This design comes from an exercise in tuning for small area on the open sky130 flow, not from production work.
Only simulation tests tie the RTL to the original design; equivalence was not proved.
Power and IR drop assume default switching activity.

==> design/flow/design.v <==
`default_nettype none
module scl_energy (
    input  wire        clk,
    input  wire        rst,               
    input  wire [31:0] cfg_up_thr,        
    input  wire [31:0] cfg_dn_thr,        
    input  wire [16:0] cfg_r_cable,       
    input  wire [8:0]  cfg_i_start,       
    input  wire        in_valid,
    output wire        in_ready,
    input  wire        in_tick,
    input  wire [31:0] in_v,
    input  wire [31:0] in_ih,
    input  wire [31:0] in_il,
    input  wire        in_ovr_v,
    input  wire        in_ovr_ih,
    input  wire        in_ovr_il,
    input  wire        in_lost_v,
    input  wire        in_lost_ih,
    input  wire        in_lost_il,
    output reg         out_valid,
    output wire [63:0] out_e_imp,
    output wire [63:0] out_e_exp,
    output wire [3:0]  out_flags,         
    output wire        out_dir,
    output wire        out_range_low,
    output wire        out_lock,
    output wire [15:0] out_range_sw
);
    localparam [1:0] M_IDLE = 2'd0, M_SMP = 2'd1, M_TK1 = 2'd2, M_TK2 = 2'd3;
    localparam [10:0] K_1599 = 11'd1599;
    reg  [6:0]  ph;                  
    reg  [1:0]  md;                  
    wire        smp = (md == M_SMP);
    wire        tk1 = (md == M_TK1);
    wire        tk2 = (md == M_TK2);
    wire        last = (ph == 7'd99);
    reg  [99:0] ra;
    reg  [49:0] rb;
    reg  [24:0] rc;
    reg         z;                   
    reg         pz;                  
    reg         psub;                
    reg         pclr;                
    reg         range_low, lock, dir;
    reg         f_low, f_gap, f_ovr, creep;
    reg  signed [31:0] r1;           
    reg  signed [20:0] r2;           
    reg         ca, cc;              
    reg         kc, eq, swinc;       
    reg         sc;                  
    reg         nc;                  
    reg         sgn, seen, nz;       
    reg         cs, seenc;           
    assign in_ready = (ph == 7'd98) && (smp || tk1);
    wire        lk      = lock | in_lost_il;
    wire [31:0] mag_l   = in_il[31] ? (~in_il + 32'd1) : in_il;
    wire        to_high = range_low && (lk || in_ovr_il || (mag_l > cfg_up_thr));
    wire        low_a   = range_low && !to_high;
    wire        below   = !lk && (mag_l < cfg_dn_thr);
    wire        cnt_cond = !low_a && below;
    wire        selL    = low_a && !in_lost_il;
    wire        selH    = !low_a && !in_lost_ih;
    wire [31:0] i_par   = ({32{selL}} & in_il) | ({32{selH}} & in_ih);
    wire        gap     = in_lost_v || in_lost_ih;
    wire        ovr     = (in_ovr_v && !in_lost_v) || (in_ovr_ih && !in_lost_ih);
    wire [4:0]  idx     = ph[4:0] | {5{ph[6] | ph[5]}};
    wire        i_b     = i_par[idx];
    wire        v_b     = !in_lost_v && in_v[idx];
    wire        a0 = ra[0];
    wire        b0 = rb[0];
    wire        c0 = rc[0];
    wire        zacc = z | pz;
    wire        zcn  = z | pclr;
    wire        zcnt = z | range_low;
    wire        acc_eff = (ph < 7'd39) ? (!zacc && a0) :
                          (ph < 7'd46) ? (!zacc && (psub ? ra[48] : a0)) :
                                         (!zacc && !psub && a0);
    wire        swa_eff = !z && a0;
    wire        c_eff   = !zcn && b0;
    wire        swb_eff = !z && b0;
    wire        cnt_eff = !zcnt && c0;
    wire        swc_eff = !z && c0;
    wire        n_eff   = !zcn && c0;
    wire        win_acc = (ph <= 7'd93);
    wire        win_swa = (ph >= 7'd94) && (ph <= 7'd97);
    wire        win_c   = (ph <= 7'd41);
    wire        win_swb = (ph >= 7'd42) && (ph <= 7'd49);
    wire        win_cnt = (ph >= 7'd1) && (ph <= 7'd11);
    wire        win_swc = (ph >= 7'd12) && (ph <= 7'd15);
    wire        win_n   = (ph >= 7'd16) && (ph <= 7'd25);
    wire        win_sw  = win_swa || win_swb || win_swc;
    wire        m2_a  = tk2 ? (win_c && (b0 ^ (cs & seenc))) : v_b;
    wire        m2_b  = tk2 ? (win_n && c0) : i_b;
    wire [21:0] m2_c1 = tk2 ? 22'd1000 : 22'd1000000;
    wire [21:0] m2_c2 = tk2 ? {13'd0, cfg_i_start} : {5'd0, cfg_r_cable};
    wire signed [21:0] s2 = {r2[20], r2} + (m2_a ? m2_c1 : 22'd0) - (m2_b ? m2_c2 : 22'd0);
    wire        y_b   = s2[0];
    wire        xb    = tk1 ? ((ph <= 7'd93) ? !acc_eff : !sgn) :
                        (ph <= 7'd38) ? !sgn : a0;
    wire        fb    = xb ^ r1[0];
    wire        m1_y  = smp ? y_b : fb;
    wire [31:0] m1_op = smp ? i_par : 32'd125;
    wire signed [32:0] s1 = {r1[31], r1} + (m1_y ? {m1_op[31], m1_op} : 33'd0);
    wire        p_b   = s1[0] && !gap;
    wire        acc_s = acc_eff ^ p_b ^ ca;
    wire        acc_c = (acc_eff & p_b) | (acc_eff & ca) | (p_b & ca);
    wire        c_s   = c_eff ^ i_b ^ cc;
    wire        c_c   = (c_eff & i_b) | (c_eff & cc) | (i_b & cc);
    wire        cnt_s = cnt_cond && (cnt_eff ^ kc);
    wire        sw_in = win_swa ? swa_eff : win_swb ? swb_eff : swc_eff;
    wire        sc_in = (ph == 7'd12) ? swinc : sc;
    wire        sw_s  = sw_in ^ (smp & sc_in);
    wire        n_s   = n_eff ^ nc;
    wire        mag   = fb ^ (sgn & seen);
    reg         wa, wb, wc;
    always @* begin
        wa = a0;
        wb = b0;
        wc = c0;
        if (smp) begin
            wa = win_acc ? acc_s : win_swa ? sw_s : 1'b0;
            wb = win_c ? c_s : win_swb ? sw_s : b0;
            wc = win_cnt ? cnt_s : win_swc ? sw_s : win_n ? n_s : c0;
        end else if (tk1) begin
            wa = win_acc ? acc_eff : win_swa ? swa_eff : 1'b0;
            wb = win_c ? c_eff : win_swb ? swb_eff : b0;
            wc = win_cnt ? cnt_eff : win_swc ? swc_eff : win_n ? n_eff : c0;
        end else if (tk2) begin
            if (ph >= 7'd39 && ph <= 7'd86)
                wa = mag;
        end
    end
    wire        s_eff = !zacc && !psub && ra[55];    
    always @(posedge clk) begin
        ra <= {wa, ra[99:1]};
        if (tk2 && ph == 7'd39)
            ra[53:47] <= r1[6:0];
        rb <= {wb, rb[49:1]};
        rc <= {wc, rc[24:1]};
        r2 <= last ? 21'sd0 : s2[21:1];
        if (last && !tk1)
            r1 <= 32'sd0;
        else if (tk1 && ph == 7'd38)
            r1 <= {32{s_eff}};
        else
            r1 <= s1[32:1];
        ca <= last ? 1'b0 : acc_c;
        cc <= last ? 1'b0 : c_c;
        if (ph == 7'd0) begin
            kc <= 1'b1;
            eq <= 1'b1;
        end else if (win_cnt) begin
            kc <= kc & cnt_eff;
            eq <= eq & (cnt_eff == K_1599[ph[3:0] - 4'd1]);
        end
        if (ph == 7'd11)
            swinc <= to_high || (cnt_cond && eq && (cnt_eff == K_1599[10]));
        if (win_sw)
            sc <= sc_in & sw_in;
        nc <= (ph == 7'd15) ? 1'b1 : win_n ? (nc & n_eff) : nc;
        if (tk1 && ph == 7'd38)
            sgn <= s_eff;
        if (ph == 7'd38) begin
            seen <= 1'b0;
            nz   <= 1'b0;
        end else if (tk2 && ph >= 7'd39 && ph <= 7'd86) begin
            seen <= seen | fb;
            nz   <= nz | fb;
        end
        if (last) begin
            cs    <= rb[42];                         
            seenc <= 1'b0;
        end else if (win_c)
            seenc <= seenc | b0;
    end
    always @(posedge clk) begin
        if (rst) begin
            ph        <= 7'd0;
            md        <= M_IDLE;
            z         <= 1'b1;
            pz        <= 1'b0;
            psub      <= 1'b0;
            pclr      <= 1'b0;
            range_low <= 1'b0;
            lock      <= 1'b0;
            dir       <= 1'b0;
            f_low     <= 1'b0;
            f_gap     <= 1'b0;
            f_ovr     <= 1'b0;
            creep     <= 1'b0;
            out_valid <= 1'b0;
        end else begin
            ph        <= last ? 7'd0 : ph + 7'd1;
            out_valid <= tk2 && last;
            if (last)
                md <= tk1 ? M_TK2 : !in_valid ? M_IDLE : in_tick ? M_TK1 : M_SMP;
            if (ph == 7'd98 && smp) begin
                lock      <= lk;
                range_low <= low_a || (swinc && !to_high);
                f_low     <= (f_low && !zcn) || low_a;
                f_gap     <= (f_gap && !zcn) || gap;
                f_ovr     <= (f_ovr && !zcn) || ovr;
            end
            if (ph == 7'd98 && tk1) begin
                f_low     <= f_low && !zcn;
                f_gap     <= f_gap && !zcn;
                f_ovr     <= f_ovr && !zcn;
            end
            if (last && (smp || tk1)) begin
                z    <= 1'b0;
                pz   <= 1'b0;
                psub <= 1'b0;
                pclr <= 1'b0;
            end
            if (last && tk2) begin
                creep <= y_b;
                if (!y_b && (sgn || nz))
                    dir <= sgn;
                pz   <= y_b;
                psub <= !y_b;
                pclr <= 1'b1;
            end
        end
    end
    wire        pos_en = !creep && !sgn && nz;
    wire        neg_en = !creep && sgn;
    assign out_e_imp     = {16'd0, ra[86:39] & {48{pos_en}}};
    assign out_e_exp     = {16'd0, ra[86:39] & {48{neg_en}}};
    assign out_flags     = {f_low, creep, f_ovr, f_gap};
    assign out_dir       = dir;
    assign out_range_low = range_low;
    assign out_lock      = lock;
    assign out_range_sw  = {ra[97:94], rb[49:42], rc[15:12]};
endmodule
`default_nettype wire
==> design/flow/flow/run.sh <==
#!/bin/bash
# Standard ORFS layout; port buffers use the smallest buffer and CTS uses
# small clock buffers without dummy loads.
set -euo pipefail
export BUFFER_PORTS_ARGS="-buffer_cell sky130_fd_sc_hd__buf_1"
export CTS_ARGS="-sink_clustering_enable -repair_clock_nets -buf_list sky130_fd_sc_hd__clkbuf_4 -dont_use_dummy_load"
bash standard.sh > standard.log 2>&1
==> design/flow/standard.sh <==
#!/bin/bash
# synth_recipe.tcl (not shown) runs the flow's synth.tcl, then flattens the netlist and writes it again
# the make line also repeats each setting of config.mk as NAME=value (left out here)
make -C /OpenROAD-flow-scripts/flow DESIGN_CONFIG=/design/flow/config.mk WORK_HOME=/design/flow/orfs CLKGATE_MAP_FILE= SYNTH_SCRIPT=/design/flow/synth_recipe.tcl "${@:-finish}"
==> design/flow/config.mk <==
export PLATFORM = sky130hd
export DESIGN_NAME = scl_energy
export DESIGN_NICKNAME = scl_energy
export VERILOG_FILES = /design/flow/design.v
export SDC_FILE = /design/flow/constraint.sdc
export NUM_CORES = 4
export LEC_CHECK = 0
export ABC_AREA = 1
export CAP_MARGIN = 20
export CORE_MARGIN = 2
export CORE_UTILIZATION = 70
export SLEW_MARGIN = 20
==> design/flow/constraint.sdc <==
create_clock -name core_clock -period 20.0 [get_ports {clk}]
set_input_delay 4.0000 -clock core_clock [delete_from_list [all_inputs] [get_ports {clk}]]
set_output_delay 4.0000 -clock core_clock [all_outputs]
set_load 0.01 [all_outputs]
==> flow_summary.toml, run 1 <==
[sta]
fin_tns_setup_ns = 0
grt_setup_unrepaired = "no"
max_freq_ghz = 0.0806
hold_viol_final = 0
fin_ws_ns = 7.60
setup_viol = 0
finalCritPeriodShare = 0.620
finalClockSkew_ns = 0.0956
fin_crit_ns = 12.40
worst_pin_slew_ns = 0.919
finalMaxSlewViolations = 0
relSlewSlack = 0.386

[synth]
synth_area_um2 = 14800
syn_inst = 1960
yosys.area_share.xor_xnor = 0.0196
synth_top_family_by_area = "simple AND/OR/NAND/NOR gates"
synthAdderAreaFrac = 0.133
synthMuxAreaShare = 0.00406
yosysUniqueCellTypes = 64
synth-compound-area-share = 0.151
yosysWarnings = 1
yosys_register_bits = 261
synth_simple_gate_area_frac = 0.220
synth.avg_cell_area_um2 = 7.54
synth.yosys.seq_area_share = 0.356

[clock_tree]
ctsLongestPathBuffers = 3
clk_pin_slew_ns = 0.07
post-cts-setup-buffers = 0
hold_buffers = 0
clock_latency_ns = 0.73
numCtsBuffers = 60
clock-root-buffer = "clkbuf_4"
postCtsResizedCells = 0
htreeDepth = 2
cts_tree = "built"
clkSinkCount = 261

[placed_design]
dp_slack_ns = 7.04
io_buffers = 316
place_inst = 2483
dp_hpwl_um = 33500
place.gp.congestion = 0.983

[critical_path]
max_stage_delay_ns = 0.61
cp.required_ns = 20.53
rr_startpoint = "lock"
reg2reg_to = "r1[23]"
slowest_stage = "clkinv_2"
r2r_slack_ns = 13.24
end_kind = "flip-flop"
start_kind = "input port"
crit_family = "simple AND/OR/NAND/NOR gates"
cp_num_cells = 52
cp_num_buf_inv = 5
crit_top_cell = "nand2_1"
worstPathArrival_ns = 12.93
r2r_cells = 32
cp_max_fo = 32
critPathKind = "in2reg"

[outcome]
status = "finished clean"

[worst_hold_path]
min-delay-start = "ra[93]"
hp-class = "reg2reg"
hold_end = "ra[92]"
holdPathStages = 0

[power_and_ir_drop]
p_per_area_nw_per_um2 = 100
ir_worst_vdd_mv = 0.110
p_leak_nw = 8.12

[routing]
antenna_left = 0
via_count = 14700
drtIter0Drc = 1324
wl_per_cell_um = 17.7
wl_um = 45200
routed_via_density = 5.78
drt_first_pass_iters = 8
drc_errors = 0

[run]
max-cap-violations = 0

[cells_and_area]
layoutNonFillerInstCount = 2545
layout-drive-gt1-share = 0.0595
area_growth_pct = 10.4
nNetsFinal = 2617
final_common_cell = "buf_1"
final_cell_mix = "buf_1 (316), nand2_1 (288), inv_1 (278)"
fillers = 1468

[floorplanning]
io_pins = 349
core_um2 = 20900
rows = 53
fp.dieW_um = 149
die_area_um2 = 22300
start_util = 0.707
dieHeight_um = 149

[grt]
grt_start_max_net_pins = 49
antenna_found_initial = 0
grt_overflow_total = 0
grt_pass1_vias = 14000
grt_util_all_layers = 0.388
grt_pass1_wl_um = 68400
per-stage QoR:
step                      total power [W]  hold WS (ns)  instance area [um2]  utilization
after detailed placement          0.00129         0.312                15800        0.758
after floorplan                   0.00113         0.310                14900            -
after CTS                         0.00162         0.219                16300        0.780
final                             0.00164         0.245                16300        0.781
after global routing              0.00176         0.238                16300        0.781
after global placement            0.00125         0.311                15800        0.758
synthesized netlist by cell type (all sizes together):
master | n | share of area
a211o | 1 | 0.00059
a211oi | 4 | 0.0020
a21boi | 3 | 0.0015
a21o | 8 | 0.0041
a21oi | 219 | 0.075
a221oi | 4 | 0.0024
a22o | 1 | 0.00059
a22oi | 6 | 0.0030
a311oi | 1 | 0.00059
a31o | 1 | 0.00059
a31oi | 16 | 0.0072
a32o | 5 | 0.0034
and2 | 4 | 0.0017
buf | 72 | 0.035
clkbuf | 34 | 0.0086
clkinv | 1 | 0.00034
conb | 1 | 0.00025
dfxtp | 257 | 0.35
edfxtp | 4 | 0.0081
fa | 12 | 0.016
ha | 138 | 0.12
inv | 282 | 0.072
mux2i | 6 | 0.0041
nand2 | 291 | 0.074
nand3 | 127 | 0.053
nand4 | 21 | 0.0089
nor2 | 230 | 0.059
nor3 | 28 | 0.012
nor3b | 5 | 0.0029
nor4 | 4 | 0.0021
o2111ai | 1 | 0.00059
o211ai | 7 | 0.0036
o21a | 9 | 0.0046
o21ai | 97 | 0.033
o21bai | 4 | 0.0020
o221a | 1 | 0.00076
o221ai | 2 | 0.0012
o22ai | 1 | 0.00042
o311ai | 1 | 0.00059
o31ai | 2 | 0.0010
o41ai | 2 | 0.0017
or2 | 14 | 0.0059
xnor2 | 16 | 0.0095
xor2 | 17 | 0.010
kinds of logic after synthesis:
kind of cell    Yosys count
mux                       6
simple gates            724
flops                   261
other cells               1
xor+xnor                 33
compound gates          396
fa+ha+maj               150
buf+inv                 389
registers in the layout, summed over array words and instances (netlist names), 2 cells and up:
signal and flops:
md 2, ra 100, rc 25, ph 7
rb 50, r2 21, r1 32
worst max-delay path by stage:
stage	end	slack (ns)	startpoint
after global placement	r1[19]	7.45	in_il[0]
after floorplan	r1[19]	9.28	in_il[0]
after CTS	r1[19]	7.72	in_il[0]
after global routing	r1[21]	6.68	in_il[0]
final	r1[23]	7.60	in_il[0]
after detailed placement	r1[23]	7.04	in_il[0]
report_power, final:
part	internal [W]	switching (W)	total (W)
sequential	0.000589	0.0000258	0.000614
clock	0.000136	0.000191	0.000327
combinational	0.000271	0.000427	0.000698
total	0.000995	0.000644	0.00164
per-layer routing:
layer | up-vias | track usage | part of all wire | wire [um]
li1 | 6958 | - | - | -
met1 | 6677 | 0.465 | 0.38 | 17200
met2 | 903 | 0.659 | 0.46 | 21000
met3 | 173 | 0.0862 | 0.10 | 4670
met4 | 0 | 0.189 | 0.050 | 2270
met5 | - | 0 | 0 | 0
area by class of cell:
class / instances / area [um2] / area share
multi-input cells: 1341 / 7920 / 0.486
flip-flops and latches: 261 / 5270 / 0.323
repair buffers: 324 / 1270 / 0.0776
inverters: 283 / 1060 / 0.0652
clock buffers: 60 / 450 / 0.0276
well taps: 275 / 344 / 0.0211
diodes: 1 / 2.50 / 0.000153
==> run 2, diff against run 1 <==
==> design/flow/run.sh (new file) <==
#!/bin/bash
# synth_recipe.tcl (not shown) runs the flow's synth.tcl, then flattens the netlist and writes it again
# the make line also repeats each setting of config.mk as NAME=value (left out here)
make -C /OpenROAD-flow-scripts/flow DESIGN_CONFIG=/design/flow/config.mk WORK_HOME=/design/flow/orfs CLKGATE_MAP_FILE= SYNTH_SCRIPT=/design/flow/synth_recipe.tcl finish
--- a/design/flow/config.mk
+++ b/design/flow/config.mk
@@ -9,4 +9,5 @@
 export CAP_MARGIN = 20
 export CORE_MARGIN = 2
 export CORE_UTILIZATION = 70
+export CTS_BUF_LIST = sky130_fd_sc_hd__clkbuf_4
 export SLEW_MARGIN = 20
removed: design/flow/flow/run.sh
removed: design/flow/standard.sh
==> run 2 against run 1 <==
  * Non-clock buffer count down 3
  * Routed wire length up 34%
  * Sequential share of layout area down 3.9 points
  * Combinational power up 15%
  * Sequential power up 1%
  * Clock power up 42%
  * Core utilization up 11 points
  * Global-route usage up 14 points
  * Highest routed layer unchanged
==> flow_summary.toml, run 2 <==
[sta]
max_freq_ghz = 0.0742
grt_setup_unrepaired = "no"
setup_viol = 0
finalMaxSlewViolations = 0
fin_tns_setup_ns = 0
relSlewSlack = 0.292
hold_viol_final = 0
finalCritPeriodShare = 0.674
fin_crit_ns = 13.47
worst_pin_slew_ns = 1.06
finalClockSkew_ns = 0.107

[critical_path]
cp_max_fo = 32
crit_family = "simple AND/OR/NAND/NOR gates"
max_stage_delay_ns = 0.56
critPathKind = "in2reg"
worstPathArrival_ns = 14.10
slowest_stage = "clkinv_2"
cp.required_ns = 20.63
crit_top_cell = "nand2_1"
rr_startpoint = "lock"
start_kind = "input port"
r2r_cells = 34
cp_num_buf_inv = 5
end_kind = "flip-flop"
reg2reg_to = "r1[22]"
r2r_slack_ns = 12.59

[placed_design]
place.gp.congestion = 0.969
io_buffers = 316
place_inst = 2481
dp_hpwl_um = 38100

[power_and_ir_drop]
p_leak_nw = 9.14
ir_worst_vdd_mv = 0.100
p_per_area_nw_per_um2 = 102

[routing]
drc_errors = 0
wl_per_cell_um = 23.3
drtIter0Drc = 3149
drt_first_pass_iters = 28
routed_via_density = 6.55
wl_um = 60500
antenna_left = 0
via_count = 17000

[grt]
grt_overflow_total = 0
antenna_found_initial = 1
grt_util_all_layers = 0.526
grt_start_max_net_pins = 49
grt_pass1_wl_um = 90600
grt_pass1_vias = 17000

[cells_and_area]
layoutNonFillerInstCount = 2592
fillers = 957
layout-drive-gt1-share = 0.0695
final_common_cell = "clkdlybuf4s50_1"
final_cell_mix = "clkdlybuf4s50_1 (316), nand2_1 (288), inv_1 (278)"
nNetsFinal = 2614
largest_register = "ra"
area_growth_pct = 25.8
reg_top3 = "ra (100), rb (50), r1 (32)"
largest_register_ffs = 100

[clock_tree]
post-cts-setup-buffers = 0
clk_pin_slew_ns = 0.08
ctsLongestPathBuffers = 3
cts_tree = "built"
clock_latency_ns = 0.79
numCtsBuffers = 60
htreeDepth = 2
clkSinkCount = 261
postCtsResizedCells = 0
clock-root-buffer = "clkbuf_4"
hold_buffers = 0

[synth]
syn_inst = 1960
yosysUniqueCellTypes = 64
synth_common_cells = "nand2_1 (289), inv_1 (279), dfxtp_1 (257)"
synth.most_common_cell = "nand2_1"
yosysTopAreaCell = "dfxtp_1"
async_flop_share = 0
yosysWarnings = 1
synthTopCellsByArea = "dfxtp_1 (35%), ha_1 (12%), a21oi_1 (7.4%), nand2_1 (7.3%), inv_1 (7.1%)"
synth_ff_type = "dfxtp_1"
synth_area_um2 = 14800
synth.yosys.seq_area_share = 0.356
synth.top_cell.area_share = 0.348
yosys_register_bits = 261
synth_edf_count = 4
synth.avg_cell_area_um2 = 7.54

[floorplanning]
die_area_um2 = 22300
dieHeight_um = 149
core_um2 = 20900
rows = 53
fp.dieW_um = 149
start_util = 0.707
io_pins = 349

[outcome]
status = "finished clean"

[worst_hold_path]
min-delay-start = "rc[24]"
hold_end = "rc[23]"
holdPathStages = 0
hp-class = "reg2reg"

[run]
max-cap-violations = 0
-- run 2: power breakdown --
group / internal (W) / total (W) / switching (W)
sequential: 0.000588 / 0.000623 / 0.0000351
clock: 0.000214 / 0.000465 / 0.000250
combinational: 0.000300 / 0.000804 / 0.000504
total: 0.00110 / 0.00189 / 0.000790
-- run 2: worst max-delay path by stage --
stage / start / to / cells past startpoint
floorplan: in_il[0] / r1[19] / 51
finish: in_il[0] / r1[22] / 55
detailed placement: in_il[0] / r1[23] / 52
global placement: in_il[0] / r1[19] / 51
global route: in_il[0] / r1[22] / 55
CTS: in_il[0] / r1[20] / 51
-- run 2: kinds of logic (layout without fill, tap and decap cells) --
logic type                 Yosys count  after routing  synth area share
buffers and inverters              389            714             0.116
xor gates and xnor gates            33             33            0.0196
other                                1             33          0.000254
DFF                                261            261             0.356
and+or+nand+nor                    724            724             0.220
adders and majority gates          150            150             0.133
AOI/OAI and AO/OA                  396            396             0.151
muxes                                6              6           0.00406
-- run 2: worst reg2reg max path, delay by kind of cell (launching register included) --
family / cells / cell delay (ns)
AND/OR/NAND/NOR: 22 / 4.19
flip-flops: 1 / 0.34
adder cells (fa/ha/maj): 2 / 0.52
buffers and inverters: 1 / 0.61
AO/OA/AOI/OAI: 9 / 1.65
-- run 2: metal layers --
metal,vias to the layer above,part of all wire,global-route usage
met4,0,0.10,0.433
met5,-,0,0.00682
met1,7565,0.32,0.561
met2,1753,0.43,0.825
met3,664,0.15,0.204
li1,7001,-,-
-- run 2: cell type report --
type,count,area (um2),area share
Multi-Input combinational cell,1341,7920,0.426
Tap cell,275,344,0.0185
Antenna cell,1,2.50,0.000135
Inverter,283,1060,0.0572
Clock buffer,80,601,0.0323
Sequential cell,261,5270,0.283
Timing Repair Buffer,321,3200,0.172
Clock inverter,30,180,0.00970
-- run 2: metrics by stage --
stage / setup WS, ns / total power (W) / utilization / hold slack [ns] / area (um2)
6_report: 6.53 / 0.00189 / 0.889 / 0.235 / 18600
5_1_grt: 6.16 / 0.00197 / 0.889 / 0.239 / 18600
4_1_cts: 7.13 / 0.00182 / 0.889 / 0.259 / 18600
3_5_place_dp: 6.70 / 0.00133 / 0.852 / 0.313 / 17800
3_3_place_gp: 7.14 / 0.00127 / 0.852 / 0.311 / 17800
2_1_floorplan: 9.28 / 0.00113 / - / 0.310 / 14900
==> run 3, diff against run 2 <==
==> design/flow/config.mk (replaced) <==
export PLATFORM = sky130hd
export DESIGN_NAME = scl_energy
export DESIGN_NICKNAME = scl_energy
export VERILOG_FILES = /design/flow/design.v
export SDC_FILE = /design/flow/constraint.sdc
export NUM_CORES = 4
export LEC_CHECK = 0
export CAP_MARGIN = 20
export CORE_MARGIN = 2
export CORE_UTILIZATION = 40
export SLEW_MARGIN = 20
==> run 3 against run 2 <==
  * Core utilization shrank 37 points
  * Sequential power shrank 2%
  * Sequential cell count is the same
  * Cell count shrank 5.0%
  * Worst setup slack lost 1.8 ns
  * Still clean on timing, DRC and antenna
  * Clock skew shrank 0.088 ns
  * Sequential share of layout area shrank 0.98 points
==> flow_summary.toml, run 3 <==
[clock_tree]
clock-root-buffer = "clkbuf_16"
clock_latency_ns = 0.55
hold_buffers = 0
postCtsResizedCells = 0
clkSinkCount = 261
cts_tree = "built"
post-cts-setup-buffers = 0
htreeDepth = 1
numCtsBuffers = 28
clk_pin_slew_ns = 0.06
ctsLongestPathBuffers = 3

[sta]
finalClockSkew_ns = 0.0186
grt_setup_unrepaired = "no"
fin_crit_ns = 15.32
max_freq_ghz = 0.0653
fin_tns_setup_ns = 0
setup_viol = 0
finalMaxSlewViolations = 0
relSlewSlack = 0.280
finalCritPeriodShare = 0.766
hold_viol_final = 0
worst_pin_slew_ns = 1.08

[placed_design]
place.gp.congestion = 0.931
dp_hpwl_um = 35600
dpl-instance-area_um2 = 18300
place_inst = 2408
io_buffers = 316

[cells_and_area]
layout-drive-gt1-share = 0.0558
layoutNonFillerInstCount = 2463
design_area_um2 = 19200
largest_register = "ra"
final_common_cell = "clkdlybuf4s50_1"
nNetsFinal = 2316
area_growth_pct = 28.7
reg_top3 = "ra (100), rb (50), r1 (32)"
final_cell_mix = "clkdlybuf4s50_1 (316), dfxtp_1 (257), ha_1 (138)"
largest_register_ffs = 100

[synth]
synth_ff_type = "dfxtp_1"
syn_inst = 1699
yosysUniqueCellTypes = 84
yosysTopAreaCell = "dfxtp_1"
synthTopCellsByArea = "dfxtp_1 (34%), ha_1 (12%), and2_1 (4.8%), inv_1 (3.3%), a21oi_1 (3.2%)"
synth_edf_count = 4
synth_common_cells = "dfxtp_1 (257), ha_1 (138), inv_1 (133)"
synth_area_um2 = 15000
yosysWarnings = 1
synth.yosys.seq_area_share = 0.352
synth.avg_cell_area_um2 = 8.80
async_flop_share = 0
synth.most_common_cell = "dfxtp_1"
synth.top_cell.area_share = 0.344
yosys_register_bits = 261

[worst_hold_path]
hp-class = "reg2reg"
min-delay-start = "ra[36]"

[outcome]
status = "finished clean"

[grt]
antenna_found_initial = 5
grt_pass1_wl_um = 70100
grt_util_all_layers = 0.229
grt_start_max_net_pins = 43
grt_pass1_vias = 12400
grt_overflow_total = 0

[critical_path]
crit_top_cell = "or4_1"
cp-startpoint = "in_il[3]"
slowest_stage = "or4_1"
rr_startpoint = "lock"
worstPathArrival_ns = 15.71
start_kind = "input port"
max_stage_delay_ns = 0.92
critPathKind = "in2reg"
end_kind = "flip-flop"
cp_max_fo = 42
cp.required_ns = 20.39

[floorplanning]
rows = 70
io_pins = 349
die_area_um2 = 38900
core_um2 = 36700
dieHeight_um = 197
start_util = 0.407
fp.dieW_um = 197

[routing]
drt_first_pass_iters = 5
wl_um = 45300
via_count = 12900
antenna_left = 0
wl_per_cell_um = 18.4
drc_errors = 0
drtIter0Drc = 712
routed_via_density = 5.23

[power_and_ir_drop]
p_per_area_nw_per_um2 = 99.7
finalPower_w = 0.00192
p_leak_nw = 8.37
ir_worst_vdd_mv = 0.0681

[run]
max-cap-violations = 0
==> run 3: area by class of cell <==
| cell class | instances | area (um2) |
|---|---|---|
| Sequential cell | 261 | 5270 |
| Tap cell | 468 | 586 |
| Clock inverter | 13 | 135 |
| Clock buffer | 37 | 836 |
| Multi-Input combinational cell | 1212 | 8630 |
| Antenna cell | 5 | 12.5 |
| Fill cell | 3441 | 17500 |
| Inverter | 136 | 510 |
| Timing Repair Buffer | 331 | 3280 |
==> run 3: cells by family after synthesis <==
logic type                 synth area share
AOI/OAI and AO/OA                     0.152
xor gates and xnor gates             0.0445
adders and majority gates             0.132
buffers and inverters                0.0800
DFF                                   0.352
muxes                                0.0417
other                              0.000251
and+or+nand+nor                       0.198
==> run 3: path summary, 6_finish.rpt <==
path                  to  slack, ns  cells after the start
hold / removal    ra[35]       0.32                      0
setup reg to reg  r1[31]      12.16                     28
setup / recovery  r1[31]       4.68                     39
hold reg to reg   ra[35]       0.32                      0
==> run 3: critical path, delay by kind of cell <==
family,cells,cell delay [ns]
buffers and inverters,4,1.26
XOR/XNOR,1,0.13
adder cells (fa/ha/maj),4,1.25
AO/OA/AOI/OAI,15,2.98
multiplexers,1,0.39
AND/OR/NAND/NOR,14,5.65
==> run 3: routing by layer <==
| metal | vias to the layer above | global-route usage | share of wire |
|---|---|---|---|
| met3 | 62 | 0.0367 | 0.072 |
| met2 | 448 | 0.374 | 0.45 |
| met5 | - | 0 | 0 |
| li1 | 6370 | - | - |
| met1 | 6001 | 0.311 | 0.46 |
| met4 | 0 | 0.0699 | 0.025 |
==> run 3: report_power, final <==
group	total [W]	switching (W)	leakage, nW	internal, W
Sequential	0.000610	0.0000237	2.13	0.000586
Combinational	0.000786	0.000422	5.75	0.000364
Clock	0.000523	0.000214	0.482	0.000309
Total	0.00192	0.000660	8.37	0.00126
==> run 3: through the flow <==
stage          setup WS, ns  hold slack (ns)  utilization
2_1_floorplan          6.47            0.310            -
3_3_place_gp           4.51            0.312        0.498
3_5_place_dp           4.26            0.312        0.498
4_1_cts                4.79            0.322        0.524
5_1_grt                4.02            0.324        0.524
6_report               4.68            0.324        0.524
==> run 4, diff against run 3 <==
--- a/design/flow/design.v
+++ b/design/flow/design.v
@@ -29,6 +29,7 @@
 );
     localparam [1:0] M_IDLE = 2'd0, M_SMP = 2'd1, M_TK1 = 2'd2, M_TK2 = 2'd3;
     localparam [10:0] K_1599 = 11'd1599;
+    localparam [11:0] K_1599X = {K_1599, 1'b0};    
     reg  [6:0]  ph;                  
     reg  [1:0]  md;                  
     wire        smp = (md == M_SMP);
@@ -44,8 +45,8 @@
     reg         pclr;                
     reg         range_low, lock, dir;
     reg         f_low, f_gap, f_ovr, creep;
-    reg  signed [31:0] r1;           
-    reg  signed [20:0] r2;           
+    reg         [31:0] r1;           
+    reg         [20:0] r2;           
     reg         ca, cc;              
     reg         kc, eq, swinc;       
     reg         sc;                  
@@ -53,20 +54,26 @@
     reg         sgn, seen, nz;       
     reg         cs, seenc;           
     assign in_ready = (ph == 7'd98) && (smp || tk1);
+    reg         pv;                  
+    reg         gt_up, lt_dn;        
+    reg         seenl;               
+    wire        pre     = !ph[5] && ph[6] && !smp;
     wire        lk      = lock | in_lost_il;
-    wire [31:0] mag_l   = in_il[31] ? (~in_il + 32'd1) : in_il;
-    wire        to_high = range_low && (lk || in_ovr_il || (mag_l > cfg_up_thr));
+    wire        to_high = range_low && (lk || in_ovr_il || gt_up);
     wire        low_a   = range_low && !to_high;
-    wire        below   = !lk && (mag_l < cfg_dn_thr);
+    wire        below   = !lk && lt_dn;
     wire        cnt_cond = !low_a && below;
-    wire        selL    = low_a && !in_lost_il;
-    wire        selH    = !low_a && !in_lost_ih;
+    wire        selL    = pre || (low_a && !in_lost_il);
+    wire        selH    = !pre && !low_a && !in_lost_ih;
     wire [31:0] i_par   = ({32{selL}} & in_il) | ({32{selH}} & in_ih);
     wire        gap     = in_lost_v || in_lost_ih;
     wire        ovr     = (in_ovr_v && !in_lost_v) || (in_ovr_ih && !in_lost_ih);
-    wire [4:0]  idx     = ph[4:0] | {5{ph[6] | ph[5]}};
+    wire [4:0]  idx     = ph[4:0] | {5{smp && (ph[6] | ph[5])}};
     wire        i_b     = i_par[idx];
     wire        v_b     = !in_lost_v && in_v[idx];
+    wire        l_b     = i_b ^ (in_il[31] & seenl);     
+    wire        u_b     = cfg_up_thr[idx];
+    wire        d_b     = cfg_dn_thr[idx];
     wire        a0 = ra[0];
     wire        b0 = rb[0];
     wire        c0 = rc[0];
@@ -94,14 +101,38 @@
     wire        m2_b  = tk2 ? (win_n && c0) : i_b;
     wire [21:0] m2_c1 = tk2 ? 22'd1000 : 22'd1000000;
     wire [21:0] m2_c2 = tk2 ? {13'd0, cfg_i_start} : {5'd0, cfg_r_cable};
-    wire signed [21:0] s2 = {r2[20], r2} + (m2_a ? m2_c1 : 22'd0) - (m2_b ? m2_c2 : 22'd0);
+    wire [21:0] m2_x  = {r2[20], r2};
+    wire [21:0] m2_p  = {22{m2_a}} & m2_c1;
+    wire [21:0] m2_q  = {22{m2_b}} & ~m2_c2;
+    wire [21:0] m2_t  = m2_x ^ m2_p ^ m2_q;
+    wire [21:0] m2_u  = {(m2_x[20:0] & m2_p[20:0]) | (m2_x[20:0] & m2_q[20:0]) | (m2_p[20:0] & m2_q[20:0]), m2_b};
+    wire [22:0] m2_k;
+    wire [21:0] s2;
+    assign m2_k[0] = 1'b0;
+    genvar g;
+    generate
+        for (g = 0; g < 22; g = g + 1) begin : g_m2
+            assign s2[g]     = m2_t[g] ^ m2_u[g] ^ m2_k[g];
+            assign m2_k[g+1] = (m2_t[g] & m2_u[g]) | (m2_t[g] & m2_k[g]) | (m2_u[g] & m2_k[g]);
+        end
+    endgenerate
     wire        y_b   = s2[0];
     wire        xb    = tk1 ? ((ph <= 7'd93) ? !acc_eff : !sgn) :
                         (ph <= 7'd38) ? !sgn : a0;
     wire        fb    = xb ^ r1[0];
     wire        m1_y  = smp ? y_b : fb;
     wire [31:0] m1_op = smp ? i_par : 32'd125;
-    wire signed [32:0] s1 = {r1[31], r1} + (m1_y ? {m1_op[31], m1_op} : 33'd0);
+    wire [32:0] m1_x  = {r1[31], r1};
+    wire [32:0] m1_p  = {33{m1_y}} & {m1_op[31], m1_op};
+    wire [33:0] m1_k;
+    wire [32:0] s1;
+    assign m1_k[0] = 1'b0;
+    generate
+        for (g = 0; g < 33; g = g + 1) begin : g_m1
+            assign s1[g]     = m1_x[g] ^ m1_p[g] ^ m1_k[g];
+            assign m1_k[g+1] = (m1_x[g] & m1_p[g]) | (m1_x[g] & m1_k[g]) | (m1_p[g] & m1_k[g]);
+        end
+    endgenerate
     wire        p_b   = s1[0] && !gap;
     wire        acc_s = acc_eff ^ p_b ^ ca;
     wire        acc_c = (acc_eff & p_b) | (acc_eff & ca) | (p_b & ca);
@@ -128,7 +159,7 @@
             wc = win_cnt ? cnt_eff : win_swc ? swc_eff : win_n ? n_eff : c0;
         end else if (tk2) begin
             if (ph >= 7'd39 && ph <= 7'd86)
-                wa = mag;
+                wa = !mag;
         end
     end
     wire        s_eff = !zacc && !psub && ra[55];    
@@ -138,9 +169,9 @@
             ra[53:47] <= r1[6:0];
         rb <= {wb, rb[49:1]};
         rc <= {wc, rc[24:1]};
-        r2 <= last ? 21'sd0 : s2[21:1];
+        r2 <= last ? 21'd0 : s2[21:1];
         if (last && !tk1)
-            r1 <= 32'sd0;
+            r1 <= 32'd0;
         else if (tk1 && ph == 7'd38)
             r1 <= {32{s_eff}};
         else
@@ -152,7 +183,7 @@
             eq <= 1'b1;
         end else if (win_cnt) begin
             kc <= kc & cnt_eff;
-            eq <= eq & (cnt_eff == K_1599[ph[3:0] - 4'd1]);
+            eq <= eq & (cnt_eff == K_1599X[ph[3:0]]);
         end
         if (ph == 7'd11)
             swinc <= to_high || (cnt_cond && eq && (cnt_eff == K_1599[10]));
@@ -167,6 +198,15 @@
         end else if (tk2 && ph >= 7'd39 && ph <= 7'd86) begin
             seen <= seen | fb;
             nz   <= nz | fb;
+        end
+        if (pre) begin
+            seenl <= seenl | i_b;
+            if (l_b != u_b) gt_up <= l_b;
+            if (l_b != d_b) lt_dn <= d_b;
+        end else if (ph == 7'd63 && !smp) begin
+            seenl <= 1'b0;
+            gt_up <= 1'b0;
+            lt_dn <= 1'b0;
         end
         if (last) begin
             cs    <= rb[42];                         
@@ -193,8 +233,10 @@
         end else begin
             ph        <= last ? 7'd0 : ph + 7'd1;
             out_valid <= tk2 && last;
+            if (ph == 7'd64)
+                pv <= in_valid && !smp && !tk1;
             if (last)
-                md <= tk1 ? M_TK2 : !in_valid ? M_IDLE : in_tick ? M_TK1 : M_SMP;
+                md <= tk1 ? M_TK2 : !in_valid ? M_IDLE : in_tick ? M_TK1 : pv ? M_SMP : M_IDLE;
             if (ph == 7'd98 && smp) begin
                 lock      <= lk;
                 range_low <= low_a || (swinc && !to_high);
@@ -225,8 +267,8 @@
     end
     wire        pos_en = !creep && !sgn && nz;
     wire        neg_en = !creep && sgn;
-    assign out_e_imp     = {16'd0, ra[86:39] & {48{pos_en}}};
-    assign out_e_exp     = {16'd0, ra[86:39] & {48{neg_en}}};
+    assign out_e_imp     = {16'd0, ~(ra[86:39] | {48{!pos_en}})};
+    assign out_e_exp     = {16'd0, ~(ra[86:39] | {48{!neg_en}})};
     assign out_flags     = {f_low, creep, f_ovr, f_gap};
     assign out_dir       = dir;
     assign out_range_low = range_low;
==> design/flow/flow/run.sh (new file) <==
#!/bin/bash
# The standard ORFS layout (standard.sh), with these changes passed to make:
#  - abc maps for area only (strash; dch; map -a; topo): a copy of ORFS's
#    scripts folder with abc_area.script replaced (SCRIPTS_DIR);
#  - port buffers use the smallest buffer cell, sky130_fd_sc_hd__buf_1;
#  - clock tree synthesis uses clkbuf_4 in small clusters and no dummy loads.
# ORFS's whole output goes to standard.log here; its step logs stay in orfs/logs/.
set -euo pipefail
cp -r "$FLOW_HOME/scripts" scripts_area
cp flow/abc_area.script scripts_area/abc_area.script
export BUFFER_PORTS_ARGS="-buffer_cell sky130_fd_sc_hd__buf_1"
export CTS_ARGS="-sink_clustering_enable -repair_clock_nets -dont_use_dummy_load -buf_list sky130_fd_sc_hd__clkbuf_4 -sink_clustering_size 10 -sink_clustering_max_diameter 40"
sed "s|^make -C |make SCRIPTS_DIR=$PWD/scripts_area -C |" standard.sh > standard_area.sh
bash standard_area.sh > standard.log 2>&1
==> design/flow/flow/abc_area.script (new file) <==
strash
dch
map -a
topo
==> design/flow/standard.sh (new file) <==
#!/bin/bash
# synth_recipe.tcl (not shown) runs the flow's synth.tcl, then flattens the netlist and writes it again
# the make line also repeats each setting of config.mk as NAME=value (left out here)
make -C /OpenROAD-flow-scripts/flow DESIGN_CONFIG=/design/flow/config.mk WORK_HOME=/design/flow/orfs CLKGATE_MAP_FILE= SYNTH_SCRIPT=/design/flow/synth_recipe.tcl "${@:-finish}"
--- a/design/flow/config.mk
+++ b/design/flow/config.mk
@@ -5,7 +5,8 @@
 export SDC_FILE = /design/flow/constraint.sdc
 export NUM_CORES = 4
 export LEC_CHECK = 0
+export ABC_AREA = 1
 export CAP_MARGIN = 20
 export CORE_MARGIN = 2
-export CORE_UTILIZATION = 40
+export CORE_UTILIZATION = 80
 export SLEW_MARGIN = 20
removed: design/flow/run.sh
==> run 4 against run 3 <==
  * The run now fails in global routing
  * Synthesized cell count is 26% lower
  * Synthesized area is 24% lower
==> flow_summary.toml, run 4 <==
[placed_design]
place.gp.congestion = 0.980
dp_slack_ns = -0.571
dp_hpwl_um = 26000
io_buffers = 316

[floorplanning]
rows = 43
start_util = 0.818
io_pins = 349
fp.dieW_um = 123
dieHeight_um = 123

[synth]
yosysWarnings = 1
syn_inst = 1260
async_flop_share = 0
yosysUniqueCellTypes = 39
synth.avg_cell_area_um2 = 8.98
yosys_register_bits = 265
synthTopCellsByArea = "dfxtp_1 (45%), fa_1 (12%), nor2_1 (9.2%), nand2_1 (4.4%), clkinv_1 (4.1%)"
synth_common_cells = "nor2_1 (277), dfxtp_1 (257), nand2_1 (132)"
synth.yosys.seq_area_share = 0.476
synth.most_common_cell = "nor2_1"
synth_ff_type = "dfxtp_1"
synth_edf_count = 8
yosysTopAreaCell = "dfxtp_1"
synth_area_um2 = 11300
synth.top_cell.area_share = 0.455

[grt]
grt_util_all_layers = 0.785
grt_overflow_total = 38
grt_start_max_net_pins = 66

[outcome]
tool.error = "[ERROR GRT-0232] Routing congestion too high. Check the congestion heatmap in the GUI."
status = "aborted with a tool error"
haltStage = "global routing"

[clock_tree]
clkSinkCount = 265
htreeDepth = 2
hold_buffers = 0
clock-root-buffer = "clkbuf_4"
ctsLongestPathBuffers = 3
numCtsBuffers = 35

[sta]
grt-worst-endpoint = "r1[31]$_SDFF_PP0_/D"
endpoint_type = "register data pin"
[run 4: cell families after synthesis]
family / after synthesis / synth area share
multiplexers: 6 / 0.00597
adder cells (fa/ha/maj): 87 / 0.139
flip-flops: 265 / 0.476
buffers and inverters: 177 / 0.0760
XOR/XNOR: 7 / 0.00542
other: 1 / 0.000331
AND/OR/NAND/NOR: 458 / 0.158
AO/OA/AOI/OAI: 259 / 0.139
[run 4: metrics by stage]
step            util  instances  TNS (ns)  area, um2  total power, W
4_1_cts        0.936       1790         0      12900         0.00128
3_5_place_dp   0.915       1754     -1.04      12600         0.00101
2_1_floorplan      -       1291         0      11400        0.000880
3_3_place_gp   0.915       1754         0      12600        0.000943
[run 4: per-layer routing]
metal	global-route usage	overflow
met5	0.274	0
met2	0.936	17
met3	0.645	0
met4	0.826	21
met1	0.770	0
[run 4: power groups by stage]
| stage | sequential (W) | combinational (W) | clock (W) |
|---|---|---|---|
| after CTS | 0.000627 | 0.000408 | 0.000247 |
| after floorplan | 0.000627 | 0.000253 | 0 |
| after detailed placement | 0.000637 | 0.000371 | 0 |
| after global placement | 0.000633 | 0.000311 | 0 |
[run 4: worst max-delay path by stage]
| stage | depth (start not counted) | endpoint | slack [ns] |
|---|---|---|---|
| CTS | 59 | r1[31] | 0.02 |
| detailed placement | 59 | r1[31] | -0.57 |
| global placement | 59 | r1[31] | 0.07 |
| floorplan | 56 | r1[31] | 0.006 |
[run 4: timing repair]
action                                  in CTS
endpoints found under the setup margin       2
pin swaps                                    1
resized for setup                            7
buffers inserted                             1
==> run 5, diff against run 4 <==
--- a/design/flow/config.mk
+++ b/design/flow/config.mk
@@ -8,5 +8,5 @@
 export ABC_AREA = 1
 export CAP_MARGIN = 20
 export CORE_MARGIN = 2
-export CORE_UTILIZATION = 80
+export CORE_UTILIZATION = 70
 export SLEW_MARGIN = 20
==> run 5 against run 4 <==
  * Now clean on timing, DRC and antenna
  * Synthesized cell count unchanged
  * Synthesized area did not move
==> flow_summary.toml, run 5 <==
[floorplanning]
fp.dieW_um = 131
start_util = 0.715
rows = 46
io_pins = 349
die_area_um2 = 17200
dieHeight_um = 131
core_um2 = 15800

[synth]
synth.top_cell.area_share = 0.455
synth.avg_cell_area_um2 = 8.98
yosys_register_bits = 265
yosysTopAreaCell = "dfxtp_1"
synth_area_um2 = 11300
synth_common_cells = "nor2_1 (277), dfxtp_1 (257), nand2_1 (132)"
synth.yosys.seq_area_share = 0.476
synth_ff_type = "dfxtp_1"
async_flop_share = 0
synthTopCellsByArea = "dfxtp_1 (45%), fa_1 (12%), nor2_1 (9.2%), nand2_1 (4.4%), clkinv_1 (4.1%)"
synth.most_common_cell = "nor2_1"
syn_inst = 1260
synth_edf_count = 8
yosysWarnings = 1
yosysUniqueCellTypes = 39

[clock_tree]
clock-root-buffer = "clkbuf_4"
numCtsBuffers = 36
clkSinkCount = 265
hold_buffers = 0
cts_tree = "built"
clock_latency_ns = 0.61
ctsLongestPathBuffers = 3
htreeDepth = 2
clk_pin_slew_ns = 0.10

[critical_path]
end_kind = "flip-flop"
worstPathArrival_ns = 19.92
start_kind = "input port"
max_stage_delay_ns = 0.40
cp_num_buf_inv = 7
reg2reg_to = "r1[31]"
r2r_cells = 56
cp.required_ns = 20.47
critPathKind = "in2reg"
crit_family = "adder cells"
rr_startpoint = "md[0]"
r2r_slack_ns = 2.33
cp_max_fo = 5
crit_top_cell = "fa_1"
slowest_stage = "fa_1"

[grt]
grt_start_max_net_pins = 66
grt_pass1_vias = 9712
grt_overflow_total = 0
grt_util_all_layers = 0.338
grt_pass1_wl_um = 47100
antenna_found_initial = 1

[sta]
worst_pin_slew_ns = 1.13
fin_ws_ns = 0.549
setup_viol = 0
finalCritPeriodShare = 0.973
hold_viol_final = 0
finalClockSkew_ns = 0.0644
max_freq_ghz = 0.0514
relSlewSlack = 0.248
finalMaxSlewViolations = 0
fin_crit_ns = 19.45

[routing]
drtIter0Drc = 875
wl_per_cell_um = 16.1
antenna_left = 0
routed_via_density = 5.55
drc_errors = 0
wl_um = 29800
via_count = 10300
drt_first_pass_iters = 5

[cells_and_area]
largest_register = "ra"
layoutNonFillerInstCount = 1849
largest_register_ffs = 100
final_common_cell = "buf_1"
fillers = 1012
area_growth_pct = 16.5
layout-drive-gt1-share = 0.0651
nNetsFinal = 1914
final_cell_mix = "buf_1 (316), nor2_1 (272), dfxtp_1 (257)"
reg_top3 = "ra (100), rb (50), r1 (32)"

[placed_design]
dp_slack_ns = -0.412
place.gp.congestion = 0.905
io_buffers = 316
place_inst = 1808
dp_hpwl_um = 22000

[power_and_ir_drop]
p_per_area_nw_per_um2 = 91.9
ir_worst_vdd_mv = 0.0636
p_leak_nw = 5.23

[worst_hold_path]
holdPathStages = 0
hold_end = "rb[31]"
min-delay-start = "rb[32]"
hp-class = "reg2reg"

[run]
max-cap-violations = 0

[outcome]
status = "finished clean"
run 5: how the worst max path moves through the flow:
stage	start	endpoint	slack, ns	depth (start not counted)
2_1_floorplan	in_lost_il	r1[31]	0.006	56
3_3_place_gp	in_lost_il	r1[31]	-0.06	60
3_5_place_dp	in_lost_il	r1[31]	-0.41	60
4_1_cts	in_lost_il	r1[31]	0.15	60
5_1_grt	in_lost_il	r1[31]	-0.01	59
6_report	in_lost_il	r1[31]	0.55	59
run 5: repair_timing:
| action | CTS | global route |
|---|---|---|
| gates resized for setup | 0 | 19 |
| endpoints found under the setup margin | 0 | 2 |
| setup buffers | 0 | 1 |
run 5: metrics by stage:
step	TNS (ns)	utilization	area, um2	power, W	hold WS [ns]
after global placement	-0.0646	0.811	12800	0.000945	0.310
after detailed placement	-0.735	0.811	12800	0.000972	0.312
after CTS	0	0.828	13100	0.00121	0.311
after floorplan	0	-	11400	0.000880	0.310
final	0	0.833	13200	0.00121	0.303
after global routing	-0.0111	0.833	13200	0.00130	0.325
run 5: cell type report:
class | count | area [um2] | area share
Antenna cell | 4 | 10.0 | 0.000759
Clock buffer | 36 | 270 | 0.0205
Inverter | 125 | 483 | 0.0366
Multi-Input combinational cell | 849 | 5270 | 0.400
Sequential cell | 265 | 5390 | 0.409
Tap cell | 216 | 270 | 0.0205
Timing Repair Buffer | 354 | 1500 | 0.114
run 5: cells by family after synthesis:
logic type	share of synthesized area
compound gates	0.139
xor+xnor	0.00542
fa+ha+maj	0.139
buf+inv	0.0760
flops	0.476
mux	0.00597
other cells	0.000331
simple gates	0.158
run 5: report_power, final:
part	internal, W	switching, W
clock network	0.0000834	0.000159
logic	0.000157	0.000189
registers	0.000590	0.0000321
total	0.000831	0.000380
run 5: worst register-to-register path: cells and delay by family (launching register included):
family,cells,cell delay [ns]
buf+inv,6,1.52
fa+ha+maj,35,13.32
flops,1,0.39
compound gates,5,0.79
simple gates,10,1.52
run 5: metal layers:
metal,up-vias,track usage,share of wire
met4,0,0.168,0.042
met2,566,0.577,0.49
met3,97,0.0590,0.078
met1,4767,0.417,0.39
met5,-,0,0
li1,4826,-,-
==> run 6, diff against run 5 <==
==> design/flow/flow/run.sh (replaced) <==
#!/bin/bash
# The standard ORFS layout (standard.sh, unchanged synthesis), with two
# knobs passed through the environment:
#  - port buffers use the smallest buffer cell, sky130_fd_sc_hd__buf_1;
#  - clock tree synthesis uses clkbuf_4 in small clusters and no dummy loads.
# The whole ORFS output goes to standard.log in this folder; ORFS's per-step
# logs stay under orfs/logs/.
set -euo pipefail
export BUFFER_PORTS_ARGS="-buffer_cell sky130_fd_sc_hd__buf_1"
export CTS_ARGS="-sink_clustering_enable -repair_clock_nets -dont_use_dummy_load -buf_list sky130_fd_sc_hd__clkbuf_4 -sink_clustering_size 10 -sink_clustering_max_diameter 40"
bash standard.sh > standard.log 2>&1
removed: design/flow/flow/abc_area.script
==> run 6 against run 5 <==
  * Still clean
  * Fmax rose by 1.8%
  * Highest routed layer unchanged
  * Cell count increased by 4.5%
  * Routed wire length rose by 3.8%
  * Total power shrank 3.2%
  * Clock skew grew 0.0084 ns
==> flow_summary.toml, run 6 <==
[synth]
synthTopCellsByArea = "dfxtp_1 (43%), fa_1 (11%), nand2_1 (8.0%), nor2_1 (6.3%), nand3_1 (5.0%)"
yosysWarnings = 1
syn_inst = 1432
synth.avg_cell_area_um2 = 8.42
synth.most_common_cell = "nand2_1"
synth.yosys.seq_area_share = 0.446
yosys_register_bits = 265
async_flop_share = 0
synth_edf_count = 8
synth_common_cells = "nand2_1 (258), dfxtp_1 (257), nor2_1 (204)"
synth_ff_type = "dfxtp_1"
synth_area_um2 = 12100
synth.top_cell.area_share = 0.426
yosysTopAreaCell = "dfxtp_1"
yosysUniqueCellTypes = 47

[critical_path]
slowest_stage = "fa_1"
critPathKind = "in2reg"
cp_max_fo = 21
end_kind = "flip-flop"
r2r_slack_ns = 2.45
start_kind = "input port"
crit_top_cell = "fa_1"
max_stage_delay_ns = 0.44
worstPathArrival_ns = 19.63
cp.required_ns = 20.53

[routing]
routed_via_density = 5.54
wl_per_cell_um = 16.0
wl_um = 30900
drtIter0Drc = 991
antenna_left = 0
drt_first_pass_iters = 7
via_count = 10700
drc_errors = 0

[floorplanning]
fp.dieW_um = 135
die_area_um2 = 18300
core_um2 = 17100
io_pins = 349
start_util = 0.707
rows = 48
dieHeight_um = 135

[cells_and_area]
fin_util = 0.779
final_common_cell = "buf_1"
final_cell_mix = "buf_1 (316), dfxtp_1 (257), nand2_1 (256)"
largest_register = "ra"
fillers = 1256
nNetsFinal = 1991
largest_register_ffs = 100
multi_input_area_um2 = 5580
reg_top3 = "ra (100), rb (50), r1 (32)"
seqCellArea_um2 = 5390
area_growth_pct = 10.1
layout-drive-gt1-share = 0.0487

[outcome]
status = "finished clean"

[sta]
fin_tns_setup_ns = 0
finalClockSkew_ns = 0.0728
fin_crit_ns = 19.10
worst_pin_slew_ns = 1.03
finalMaxSlewViolations = 0
setup_viol = 0
finalCritPeriodShare = 0.955
hold_viol_final = 0
relSlewSlack = 0.309
grt_setup_unrepaired = "no"
max_freq_ghz = 0.0523

[grt]
grt_start_max_net_pins = 65
grt_util_all_layers = 0.337
grt_pass1_vias = 10200
antenna_found_initial = 1
grt_pass1_wl_um = 48500
grt_overflow_total = 0

[placed_design]
io_buffers = 316
place.gp.congestion = 1.00
dp_hpwl_um = 23000

[clock_tree]
ctsLongestPathBuffers = 3
hold_buffers = 0
post-cts-setup-buffers = 0
clock-root-buffer = "clkbuf_4"
cts_tree = "built"
clock_latency_ns = 0.65
clkSinkCount = 265
htreeDepth = 2
numCtsBuffers = 38
clk_pin_slew_ns = 0.09
postCtsResizedCells = 0

[power_and_ir_drop]
p_per_area_nw_per_um2 = 88.2
ir_worst_vdd_mv = 0.0577
p_leak_nw = 5.81

[run]
max-cap-violations = 0

[worst_hold_path]
hp-class = "reg2reg"
## run 6: worst max-delay path: cells and delay by family
kind / cells / cell delay [ns]
AOI/OAI and AO/OA: 3 / 0.25
adders and majority gates: 34 / 13.00
buffers and inverters: 4 / 0.85
and+or+nand+nor: 12 / 1.52
## run 6: where the power goes
part	leakage [nW]	total, W	internal, W	switching (W)
clock network	0.175	0.000249	0.0000877	0.000161
logic	3.48	0.000318	0.000137	0.000181
registers	2.16	0.000605	0.000578	0.0000271
total	5.81	0.00117	0.000803	0.000369
## run 6: final cells by class
type                    count  area share
multi-input cells         951       0.420
flip-flops and latches    265       0.406
repair buffers            328      0.0961
inverters                 124      0.0351
clock buffers              38      0.0215
well taps                 225      0.0212
diodes                      2    0.000377
## run 6: routing by layer
| metal | up-vias | global-route usage | wire length [um] |
|---|---|---|---|
| met3 | 123 | 0.0864 | 2970 |
| met2 | 602 | 0.557 | 14800 |
| met5 | - | 0 | 0 |
| li1 | 5067 | - | - |
| met4 | 0 | 0.170 | 1490 |
| met1 | 4920 | 0.412 | 11600 |
## run 6: path summary, 6_finish.rpt
kind	from	endpoint	cells past startpoint
hold / removal	ra[7]	ra[6]	0
hold reg to reg	ra[7]	ra[6]	0
setup reg to reg	md[1]	r1[31]	54
setup / recovery	in_lost_ih	r1[31]	53
## run 6: cells by family after synthesis
group                      count (synthesis)  synth area share
adders and majority gates                 87             0.131
muxes                                      6           0.00560
and+or+nand+nor                          639             0.226
AOI/OAI and AO/OA                        182            0.0853
buffers and inverters                    247             0.102
DFF                                      265             0.446
xor gates and xnor gates                   5           0.00363
other                                      1          0.000311
## run 6: through the flow
stage	power [W]	hold slack, ns	instance area [um2]	setup WS (ns)	instances
2_1_floorplan	0.000845	0.310	12200	1.10	1463
3_3_place_gp	0.000905	0.310	13000	0.743	1893
3_5_place_dp	0.000931	0.312	13000	0.428	1893
4_1_cts	0.00118	0.277	13300	0.994	1931
5_1_grt	0.00125	0.265	13300	0.313	1933
6_report	0.00117	0.277	13300	0.897	1933
==> run 7, diff against run 6 <==
--- a/design/flow/design.v
+++ b/design/flow/design.v
@@ -81,8 +81,9 @@
     wire        zcn  = z | pclr;
     wire        zcnt = z | range_low;
     wire        acc_eff = (ph < 7'd39) ? (!zacc && a0) :
-                          (ph < 7'd46) ? (!zacc && (psub ? ra[48] : a0)) :
+                          (ph < 7'd46) ? (!zacc && (psub ? ra[47] : a0)) :
                                          (!zacc && !psub && a0);
+    wire        h_eff   = !zacc && (psub ? (ph < 7'd7) && ra[86] : ra[39]);
     wire        swa_eff = !z && a0;
     wire        c_eff   = !zcn && b0;
     wire        swb_eff = !z && b0;
@@ -97,10 +98,11 @@
     wire        win_swc = (ph >= 7'd12) && (ph <= 7'd15);
     wire        win_n   = (ph >= 7'd16) && (ph <= 7'd25);
     wire        win_sw  = win_swa || win_swb || win_swc;
-    wire        m2_a  = tk2 ? (win_c && (b0 ^ (cs & seenc))) : v_b;
-    wire        m2_b  = tk2 ? (win_n && c0) : i_b;
-    wire [21:0] m2_c1 = tk2 ? 22'd1000 : 22'd1000000;
-    wire [21:0] m2_c2 = tk2 ? {13'd0, cfg_i_start} : {5'd0, cfg_r_cable};
+    wire        win_q   = (ph <= 7'd46);
+    wire        m2_a  = tk1 ? (win_c && (c_eff ^ (cs & seenc))) : v_b;
+    wire        m2_b  = tk1 ? (win_n && n_eff) : i_b;
+    wire [21:0] m2_c1 = tk1 ? 22'd1000 : 22'd1000000;
+    wire [21:0] m2_c2 = tk1 ? {13'd0, cfg_i_start} : {5'd0, cfg_r_cable};
     wire [21:0] m2_x  = {r2[20], r2};
     wire [21:0] m2_p  = {22{m2_a}} & m2_c1;
     wire [21:0] m2_q  = {22{m2_b}} & ~m2_c2;
@@ -117,8 +119,7 @@
         end
     endgenerate
     wire        y_b   = s2[0];
-    wire        xb    = tk1 ? ((ph <= 7'd93) ? !acc_eff : !sgn) :
-                        (ph <= 7'd38) ? !sgn : a0;
+    wire        xb    = tk1 ? ((ph <= 7'd54) ? !h_eff : !sgn) : ra[39];
     wire        fb    = xb ^ r1[0];
     wire        m1_y  = smp ? y_b : fb;
     wire [31:0] m1_op = smp ? i_par : 32'd125;
@@ -143,7 +144,9 @@
     wire        sc_in = (ph == 7'd12) ? swinc : sc;
     wire        sw_s  = sw_in ^ (smp & sc_in);
     wire        n_s   = n_eff ^ nc;
-    wire        mag   = fb ^ (sgn & seen);
+    wire        mag   = fb ^ (sgn & seen);               
+    wire        q_imp = !creep && !sgn && fb;
+    wire        q_exp = !creep && sgn && mag;
     reg         wa, wb, wc;
     always @* begin
         wa = a0;
@@ -158,22 +161,26 @@
             wb = win_c ? c_eff : win_swb ? swb_eff : b0;
             wc = win_cnt ? cnt_eff : win_swc ? swc_eff : win_n ? n_eff : c0;
         end else if (tk2) begin
-            if (ph >= 7'd39 && ph <= 7'd86)
-                wa = !mag;
+            if (win_c)
+                wb = q_exp;
+            if (ph >= 7'd42 && ph <= 7'd46)
+                wc = q_exp;
         end
     end
-    wire        s_eff = !zacc && !psub && ra[55];    
+    wire [1:0]  nmd = tk1 ? M_TK2 : !in_valid ? M_IDLE : in_tick ? M_TK1 : pv ? M_SMP : M_IDLE;
+    wire        s99 = smp ? ra[94] : (!tk2 && !zacc && !psub && ra[94]);    
+    wire        cs99 = smp ? rb[42] : (!tk2 && !zcn && rb[42]);            
     always @(posedge clk) begin
         ra <= {wa, ra[99:1]};
-        if (tk2 && ph == 7'd39)
-            ra[53:47] <= r1[6:0];
+        if (tk2 && ph == 7'd0)
+            ra[91:85] <= r1[6:0];                    
+        if (tk2 && win_q)
+            ra[38] <= q_imp;                         
         rb <= {wb, rb[49:1]};
         rc <= {wc, rc[24:1]};
         r2 <= last ? 21'd0 : s2[21:1];
         if (last && !tk1)
-            r1 <= 32'd0;
-        else if (tk1 && ph == 7'd38)
-            r1 <= {32{s_eff}};
+            r1 <= {32{(nmd == M_TK1) && s99}};
         else
             r1 <= s1[32:1];
         ca <= last ? 1'b0 : acc_c;
@@ -190,15 +197,20 @@
         if (win_sw)
             sc <= sc_in & sw_in;
         nc <= (ph == 7'd15) ? 1'b1 : win_n ? (nc & n_eff) : nc;
-        if (tk1 && ph == 7'd38)
-            sgn <= s_eff;
-        if (ph == 7'd38) begin
+        if (last && !tk1)
+            sgn <= s99;
+        if (last) begin
             seen <= 1'b0;
             nz   <= 1'b0;
-        end else if (tk2 && ph >= 7'd39 && ph <= 7'd86) begin
+        end else if (tk2 && win_q) begin
             seen <= seen | fb;
             nz   <= nz | fb;
         end
+        if (last) begin
+            cs    <= cs99;
+            seenc <= 1'b0;
+        end else if (win_c)
+            seenc <= seenc | c_eff;
         if (pre) begin
             seenl <= seenl | i_b;
             if (l_b != u_b) gt_up <= l_b;
@@ -208,11 +220,6 @@
             gt_up <= 1'b0;
             lt_dn <= 1'b0;
         end
-        if (last) begin
-            cs    <= rb[42];                         
-            seenc <= 1'b0;
-        end else if (win_c)
-            seenc <= seenc | b0;
     end
     always @(posedge clk) begin
         if (rst) begin
@@ -236,7 +243,7 @@
             if (ph == 7'd64)
                 pv <= in_valid && !smp && !tk1;
             if (last)
-                md <= tk1 ? M_TK2 : !in_valid ? M_IDLE : in_tick ? M_TK1 : pv ? M_SMP : M_IDLE;
+                md <= nmd;
             if (ph == 7'd98 && smp) begin
                 lock      <= lk;
                 range_low <= low_a || (swinc && !to_high);
@@ -249,6 +256,8 @@
                 f_gap     <= f_gap && !zcn;
                 f_ovr     <= f_ovr && !zcn;
             end
+            if (last && tk1)
+                creep <= y_b;
             if (last && (smp || tk1)) begin
                 z    <= 1'b0;
                 pz   <= 1'b0;
@@ -256,19 +265,16 @@
                 pclr <= 1'b0;
             end
             if (last && tk2) begin
-                creep <= y_b;
-                if (!y_b && (sgn || nz))
+                if (!creep && (sgn || nz))
                     dir <= sgn;
-                pz   <= y_b;
-                psub <= !y_b;
+                pz   <= creep;
+                psub <= !creep;
                 pclr <= 1'b1;
             end
         end
     end
-    wire        pos_en = !creep && !sgn && nz;
-    wire        neg_en = !creep && sgn;
-    assign out_e_imp     = {16'd0, ~(ra[86:39] | {48{!pos_en}})};
-    assign out_e_exp     = {16'd0, ~(ra[86:39] | {48{!neg_en}})};
+    assign out_e_imp     = {17'd0, ra[85:39]};
+    assign out_e_exp     = {17'd0, rc[21:17], rb[41:0]};
     assign out_flags     = {f_low, creep, f_ovr, f_gap};
     assign out_dir       = dir;
     assign out_range_low = range_low;
==> run 7 against run 6 <==
  * Design area is 2.0% lower
  * Worst setup slack got worse by 0.047 ns
  * First-iteration DRC count fell by 4.6%
  * Clock power fell by 3%
  * Non-clock buffer count shrank 5
  * Global-route usage down 0.54 points
  * Synthesized area increased by 0.94%
  * Total power up 3.9%
  * Largest power group unchanged
  * Critical endpoint is now r1[30]
  * Sequential share of layout area increased by 0.81 points
  * Via count shrank 5.6%
  * Clock skew shrank 0.0088 ns
  * Critical path type unchanged
  * Still clean on timing, DRC and antenna
==> flow_summary.toml, run 7 <==
[clock_tree]
ctsLongestPathBuffers = 3
htreeDepth = 2
clkSinkCount = 265
numCtsBuffers = 36
clk_pin_slew_ns = 0.09
cts_tree = "built"
postCtsResizedCells = 0
clock-root-buffer = "clkbuf_4"
post-cts-setup-buffers = 0
hold_buffers = 0
clock_latency_ns = 0.62

[synth]
synth.yosys.seq_area_share = 0.442
synth.avg_cell_area_um2 = 8.76
synth_common_cells = "dfxtp_1 (257), nand2_1 (255), inv_1 (121)"
async_flop_share = 0
synthTopCellsByArea = "dfxtp_1 (42%), fa_1 (11%), nand2_1 (7.9%), buf_4 (6.5%), nand3_1 (3.7%)"
synth_area_um2 = 12200
synth_ff_type = "dfxtp_1"
yosysTopAreaCell = "dfxtp_1"
yosys_register_bits = 265
synth.most_common_cell = "dfxtp_1"
syn_inst = 1390
synth.top_cell.area_share = 0.422
synth_edf_count = 8
yosysUniqueCellTypes = 53
yosysWarnings = 1

[cells_and_area]
area_growth_pct = 6.90
nNetsFinal = 1908
reg_top3 = "ra (100), rb (50), r1 (32)"
largest_register_ffs = 100
layout-drive-gt1-share = 0.0548
final_cell_mix = "buf_1 (314), dfxtp_1 (257), nand2_1 (255)"
fin_util = 0.758
design_area_um2 = 13000
largest_register = "ra"
final_common_cell = "buf_1"

[critical_path]
start_kind = "input port"
worstPathArrival_ns = 19.70
slowest_stage = "fa_1"
critPathKind = "in2reg"
max_stage_delay_ns = 0.49
end_kind = "flip-flop"
cp_num_buf_inv = 4
cp.required_ns = 20.55
cp_max_fo = 33
crit_family = "adder cells"
crit_top_cell = "fa_1"

[sta]
max_freq_ghz = 0.0522
finalCritPeriodShare = 0.957
fin_crit_ns = 19.15
fin_tns_setup_ns = 0
worst_pin_slew_ns = 1.03
hold_ws_ns = 0.284
grt_setup_unrepaired = "no"
hold_viol_final = 0
finalMaxSlewViolations = 0
relSlewSlack = 0.310
setup_viol = 0
finalClockSkew_ns = 0.0641

[floorplanning]
die_area_um2 = 18500
dieHeight_um = 136
fp.dieW_um = 136
core_um2 = 17200
rows = 48
start_util = 0.709
io_pins = 349

[power_and_ir_drop]
ir_worst_vdd_mv = 0.0692
p_leak_nw = 5.55
finalPower_w = 0.00122
p_per_area_nw_per_um2 = 93.5

[grt]
grt_overflow_total = 0
grt_pass1_wl_um = 48400
antenna_found_initial = 1
grt_pass1_vias = 9862
grt_start_max_net_pins = 62
grt_util_all_layers = 0.332

[worst_hold_path]
hp-class = "reg2reg"

[routing]
drt_first_pass_iters = 6
via_count = 10100
wl_per_cell_um = 16.4
routed_via_density = 5.47
drc_errors = 0
wl_um = 30300
antenna_left = 0
drtIter0Drc = 945

[placed_design]
io_buffers = 314
dp_hpwl_um = 22500
dpl-instance-area_um2 = 12700
place.gp.congestion = 1.02

[run]
max-cap-violations = 0

[outcome]
status = "finished clean"
[run 7: power by group]
part / switching, W / leakage [nW] / internal (W) / total (W)
Combinational: 0.000200 / 3.23 / 0.000149 / 0.000349
Sequential: 0.0000335 / 2.16 / 0.000592 / 0.000626
Clock: 0.000159 / 0.166 / 0.0000835 / 0.000242
[run 7: logic make-up after synthesis]
| group | Yosys count | share of synthesized area |
|---|---|---|
| and+or+nand+nor | 521 | 0.189 |
| buffers and inverters | 288 | 0.129 |
| DFF | 265 | 0.442 |
| AOI/OAI and AO/OA | 218 | 0.101 |
| adders and majority gates | 86 | 0.128 |
| muxes | 7 | 0.00637 |
| xor gates and xnor gates | 4 | 0.00288 |
| other | 1 | 0.000308 |
[run 7: worst paths after layout]
check             startpoint      to  slack, ns  depth (start not counted)
hold reg to reg        rc[5]   rc[4]       0.28                          0
setup reg to reg       md[1]  r1[30]       3.02                         56
setup / recovery   in_ovr_il  r1[30]       0.85                         55
hold / removal         rc[5]   rc[4]       0.28                          0
[run 7: final cells by class]
cell class	count	area (um2)
Inverter	130	493
Antenna cell	1	2.50
Sequential cell	265	5390
Clock buffer	36	270
Multi-Input combinational cell	870	5340
Fill cell	1304	4160
Timing Repair Buffer	323	1250
Tap cell	225	282
[run 7: stage by stage]
| step | setup slack [ns] | std cells |
|---|---|---|
| floorplan | 1.22 | 1423 |
| global placement | 0.715 | 1813 |
| detailed placement | 0.371 | 1813 |
| CTS | 0.991 | 1849 |
| global route | 0.273 | 1850 |
| finish | 0.851 | 1850 |
[run 7: metal layers]
metal	vias to the layer above	wire, um	GRT usage
li1	4833	-	-
met1	4691	12100	0.417
met5	-	0	0
met3	73	2550	0.0667
met2	517	14800	0.572
met4	0	888	0.117
